Source: an optimization exercise on an open RTL-to-GDS flow (aim: small area, a short achievable clock period and few clock cycles per item). Production flows keep margins and buffers that such runs may drop.
Only simulation tests tie the RTL to the original design; equivalence was not proved.

==> inputs of yarrow <==
// mcmac
module mcmac (
    input  wire         clk,
    input  wire         rst,        
    input  wire         in_valid,
    output wire         in_ready,
    input  wire         in_first,   
    input  wire         in_last,    
    input  wire [4:0]   in_len,     
    input  wire [127:0] in_data,    
    input  wire [127:0] in_key,
    output reg          tag_valid,
    output wire [127:0] tag
);
    localparam S_IDLE = 3'd0;   
    localparam S_PREP = 3'd1;   
    localparam S_LRUN = 3'd2;   
    localparam S_FIX  = 3'd3;   
    localparam S_BRUN = 3'd4;   
    localparam S_WAIT = 3'd5;   
    reg [2:0]   st;
    reg [3:0]   round;       
    reg         last_rnd;    
    reg         step_rk;     
    reg         step_ks;     
    reg         use_rnd;     
    reg         cur_last;    
    reg         m1_last;     
    reg         m1_full;     
    reg [127:0] s;           
    reg [127:0] rk;          
    reg [127:0] k0;          
    reg [127:0] lr;          
    wire idle     = (st == S_IDLE);
    wire prep     = (st == S_PREP);
    wire lrun     = (st == S_LRUN);
    wire fix      = (st == S_FIX);
    wire brun     = (st == S_BRUN);
    wire wait_blk = (st == S_WAIT);
    wire blk_end  = brun && last_rnd;
    wire l_end    = lrun && last_rnd;
    assign in_ready = idle || wait_blk || (blk_end && !cur_last);
    assign tag = s;
    wire take_in = in_valid && (wait_blk || (blk_end && !cur_last));
    reg  [7:0] rc;
    wire [7:0] rc2  = {rc[6:0], 1'b0} ^ (rc[7] ? 8'h1b : 8'h00);
    wire [7:0] rcon = step_rk ? rc2 : 8'h01;
    wire         pass_in = take_in || idle;
    reg  [127:0] padm;
    integer j;
    always @(*) begin
        for (j = 0; j < 16; j = j + 1) begin
            if (pass_in && (!in_last || j < in_len))
                padm[127-8*j -: 8] = in_data[127-8*j -: 8];
            else if (pass_in && j == in_len)
                padm[127-8*j -: 8] = 8'h80;
            else
                padm[127-8*j -: 8] = 8'h00;
        end
    end
    wire [127:0] k1   = {lr[126:0], 1'b0} ^ (lr[127] ? 128'h87 : 128'h0);
  ...
==> module mcmac, before the edit <==
module mcmac (
    input  wire         clk,
    input  wire         rst,        
    input  wire         in_valid,
    output wire         in_ready,
    input  wire         in_first,   
    input  wire         in_last,    
    input  wire [4:0]   in_len,     
    input  wire [127:0] in_data,    
    input  wire [127:0] in_key,
    output reg          tag_valid,
    output wire [127:0] tag
);
    localparam S_IDLE = 3'd0;   
    localparam S_PREP = 3'd1;   
    localparam S_LRUN = 3'd2;   
    localparam S_FIX  = 3'd3;   
    localparam S_BRUN = 3'd4;   
    localparam S_WAIT = 3'd5;   
    reg [2:0]   st;
    reg [3:0]   round;       
    reg         last_rnd;    
    reg         step_rk;     
    reg         step_ks;     
    reg         use_rnd;     
    reg         cur_last;    
    reg         m1_last;     
    reg         m1_full;     
    reg [127:0] s;           
    reg [127:0] rk;          
    reg [127:0] k0;          
    reg [127:0] lr;          
    wire idle     = (st == S_IDLE);
    wire prep     = (st == S_PREP);
    wire lrun     = (st == S_LRUN);
    wire fix      = (st == S_FIX);
    wire brun     = (st == S_BRUN);
    wire wait_blk = (st == S_WAIT);
    wire blk_end  = brun && last_rnd;
    wire l_end    = lrun && last_rnd;
    assign in_ready = idle || wait_blk || (blk_end && !cur_last);
    assign tag = s;
    wire take_in = in_valid && (wait_blk || (blk_end && !cur_last));
    reg  [7:0] rc;
    wire [7:0] rc2  = {rc[6:0], 1'b0} ^ (rc[7] ? 8'h1b : 8'h00);
    wire [7:0] rcon = step_rk ? rc2 : 8'h01;
    wire         pass_in = take_in || idle;
    reg  [127:0] padm;
    integer j;
    always @(*) begin
        for (j = 0; j < 16; j = j + 1) begin
            if (pass_in && (!in_last || j < in_len))
                padm[127-8*j -: 8] = in_data[127-8*j -: 8];
            else if (pass_in && j == in_len)
                padm[127-8*j -: 8] = 8'h80;
            else
                padm[127-8*j -: 8] = 8'h00;
        end
    end
    wire [127:0] k1   = {lr[126:0], 1'b0} ^ (lr[127] ? 128'h87 : 128'h0);
    wire [127:0] k2   = {k1[126:0], 1'b0} ^ (k1[127] ? 128'h87 : 128'h0);
    wire         full = fix ? m1_full : (in_len == 5'd16);
    wire         use_k  = fix || (take_in && in_last);
    wire         use_k0 = take_in || l_end || prep;
    wire [127:0] kx   = use_k ? (full ? k1 : k2) : 128'h0;
    wire [127:0] d = (padm ^ (use_k0 ? k0 : 128'h0)) ^ kx;
    wire [127:0] sr_o, mc_o, rk_n;
    mcmac_round u_round (
        .state (s),
        .kin   ({step_rk ? rk[127:32] : k0[127:32], step_ks ? rk[31:0] : k0[31:0]}),
        .rcon  (rcon),
        .sr_out(sr_o),
        .mc_out(mc_o),
        .kout  (rk_n)
    );
    wire start_rnd = prep || fix || (wait_blk && in_valid) ||
                     (l_end && !m1_last) || (blk_end && !cur_last && in_valid);
    wire [127:0] a_src = lrun ? lr : prep ? 128'h0 : s;
    wire [127:0] s_nxt = ((use_rnd ? sr_o : a_src) ^ ((use_rnd ? rk : 128'h0) ^ d)) ^
                         (step_rk ? mc_o : 128'h0);
    always @(posedge clk) begin
        s <= s_nxt;
        rk <= rk_n;
        if (idle)
            k0 <= in_key;
        if (l_end)
            lr <= sr_o ^ rk;               
        else if (idle)
            lr <= padm;
        rc <= rcon;
        if (step_rk) begin
            round    <= round + 4'd1;
            last_rnd <= (round == 4'd9);
            step_rk  <= (round != 4'd9);
            step_ks  <= (round != 4'd9);
            use_rnd  <= (round != 4'd9) || brun;
        end else begin
            round    <= 4'd1;
            last_rnd <= 1'b0;
            step_rk  <= start_rnd;
            step_ks  <= start_rnd;
            use_rnd  <= start_rnd;
        end
        if (rst) begin
            step_rk <= 1'b0;
            use_rnd <= 1'b0;
        end
        if (l_end)
            cur_last <= m1_last;
        else if (take_in)
            cur_last <= in_last;
        if (idle) begin
            m1_last <= in_last;
            m1_full <= (in_len == 5'd16);
        end
        if (rst) begin
            st        <= S_IDLE;
            tag_valid <= 1'b0;
        end else begin
            tag_valid <= 1'b0;
            case (st)
                S_IDLE: if (in_valid) st <= S_PREP;
                S_PREP: st <= S_LRUN;
                S_LRUN: if (last_rnd) st <= m1_last ? S_FIX : S_BRUN;
                S_FIX:  st <= S_BRUN;
                S_BRUN: if (last_rnd) begin
                            if (cur_last) begin
                                tag_valid <= 1'b1;
                                st        <= S_IDLE;
                            end else if (!in_valid) begin
                                st <= S_WAIT;
                            end
                        end
                S_WAIT: if (in_valid) st <= S_BRUN;
                default: st <= S_IDLE;
            endcase
        end
    end
endmodule
Settings: LEC_CHECK=0, CAP_MARGIN=20, CORE_MARGIN=2, CORE_UTILIZATION=55, PLACE_DENSITY=0.7, SETUP_SLACK_MARGIN=2.5, SLEW_MARGIN=20; clock period 8.0 ns.
standard.sh (not shown) runs the stock make flow with config.mk's settings and CLKGATE_MAP_FILE= SYNTH_SCRIPT=/design/flow/synth_recipe.tcl, a recipe that flattens the netlist after the stock synthesis.
==> flow/flow/run.sh <==
#!/bin/bash
# Layout flow: the standard flow (standard.sh), except that the synthesis maps
# the logic with an area-oriented ABC script (flow/abc_area.script) in place of
# ORFS's delay-oriented one; OpenROAD's repair then sizes the critical paths.
# Synthesis is synth_recipe.tcl itself, with a wrapper that hands every abc call
# the script above; registers, names, flattening and renaming are unchanged.
# Each tool's output goes to a log of its own in the work folder.
set -euo pipefail
W=$(pwd)
{
  head -n 1 synth_recipe.tcl
  cat <<'EOT'
proc abc {args} {
  set i [lsearch -exact $args -script]
  if {$i >= 0} { lset args [expr {$i + 1}] $::env(FLOW_ABC_SCRIPT) }
  yosys abc {*}$args
}
EOT
  tail -n +2 synth_recipe.tcl
} > flow_synth.tcl
export FLOW_ABC_SCRIPT="$W/flow/abc_area.script"
bash standard.sh SYNTH_SCRIPT="$W/flow_synth.tcl" synth > "$W/flow_synth.log" 2>&1
bash standard.sh finish > "$W/flow_layout.log" 2>&1
test -f out/final.def
==> flow/flow/abc_area.script <==
strash
&get -n
&b
&put
dch
map -a
topo
stime -c
==> inputs of sierra, as changes to yarrow <==
--- a/flow/design.v
+++ b/flow/design.v
@@ -149,3 +149,2 @@
     reg         step_rk;     
-    reg         step_ks;     
     reg         use_rnd;     
@@ -195,3 +194,3 @@
         .state (s),
-        .kin   ({step_rk ? rk[127:32] : k0[127:32], step_ks ? rk[31:0] : k0[31:0]}),
+        .kin   (step_rk ? rk : k0),
         .rcon  (rcon),
@@ -220,3 +219,2 @@
             step_rk  <= (round != 4'd9);
-            step_ks  <= (round != 4'd9);
             use_rnd  <= (round != 4'd9) || brun;
@@ -226,3 +224,2 @@
             step_rk  <= start_rnd;
-            step_ks  <= start_rnd;
             use_rnd  <= start_rnd;
==> flow/flow/abc_area.script (replaced) <==
strash
dch
map -a
topo
stime -c
PLACE_DENSITY = unset   (was 0.7)
==> comparison table <==
|  | sierra | yarrow |
|---|---|---|
| Outcome | no timing/DRC/antenna violations | no timing/DRC/antenna violations |
| Fraction of met3 tracks used by global routing | 10.19% | 9.515% |
| Cell area after layout | 0.07620 mm2 | 0.07447 mm2 |
| Die outline area | 0.1096 mm2 | 0.1107 mm2 |
| Multi-Input Combinational | 6957 | 7102 |
| Slowest CP cell | dfxtp_4 | xor2_1 |
| Fillers | 8522 | 9166 |
| Placeable core area | 0.1057 mm2 | 0.1071 mm2 |
| Final HPWL from detailed placement | 184200 um | 183100 um |
| Post-CTS setup buffer count | 94 | 68 |
| Sink count of the clock tree | 534 | 535 |
| Clock-cell share of area | 3.212% | 3.170% |
| Largest stage delay, worst path | 0.36 ns | 0.63 ns |
| Clock buffers created by TritonCTS | 74 | 71 |
| Seq cells post-synth | 534 | 535 |
| Placed Area | 0.06650 mm2 | 0.06669 mm2 |
| Number of global-route vias before repair | 55980 | 55810 |
| Antenna diode count | 1 | 2 |
Testbench counts of yarrow, summed over its fixed seeds: cycles 46,686, blocks 3,698.
Testbench counts of sierra, summed over its fixed seeds: cycles 46,686, blocks 3,698.

-- static timing again, ports no longer ideal --
How much do the figures lean on ideal ports? The routed layouts below were timed once more, with nothing changed but the port constraints. Step 1, drivers: a clkbuf_16 drives clk and a buf_2 each remaining input, both assumed. Step 2 also shifts input and output timing later by t, the mid clock arrival at the registers, as if the neighbouring blocks saw the same clock. Slacks: no drivers / after step 1 / after step 2; pairs: no drivers / after step 1.
| run | shift t [ns] | setup slack, ns | clock arrival spread, ns |
|---|---|---|---|
| yarrow | 0.730 | 2.495 / 2.495 / 1.959 | 0.028 / 0.028 |
| sierra | 0.759 | 2.431 / 2.431 / 1.816 | 0.035 / 0.034 |
After both steps every run listed still meets setup and hold. The setup slack of sierra, which loses most, moves by 0.000 ns with the drivers and by -0.615 ns with both steps.
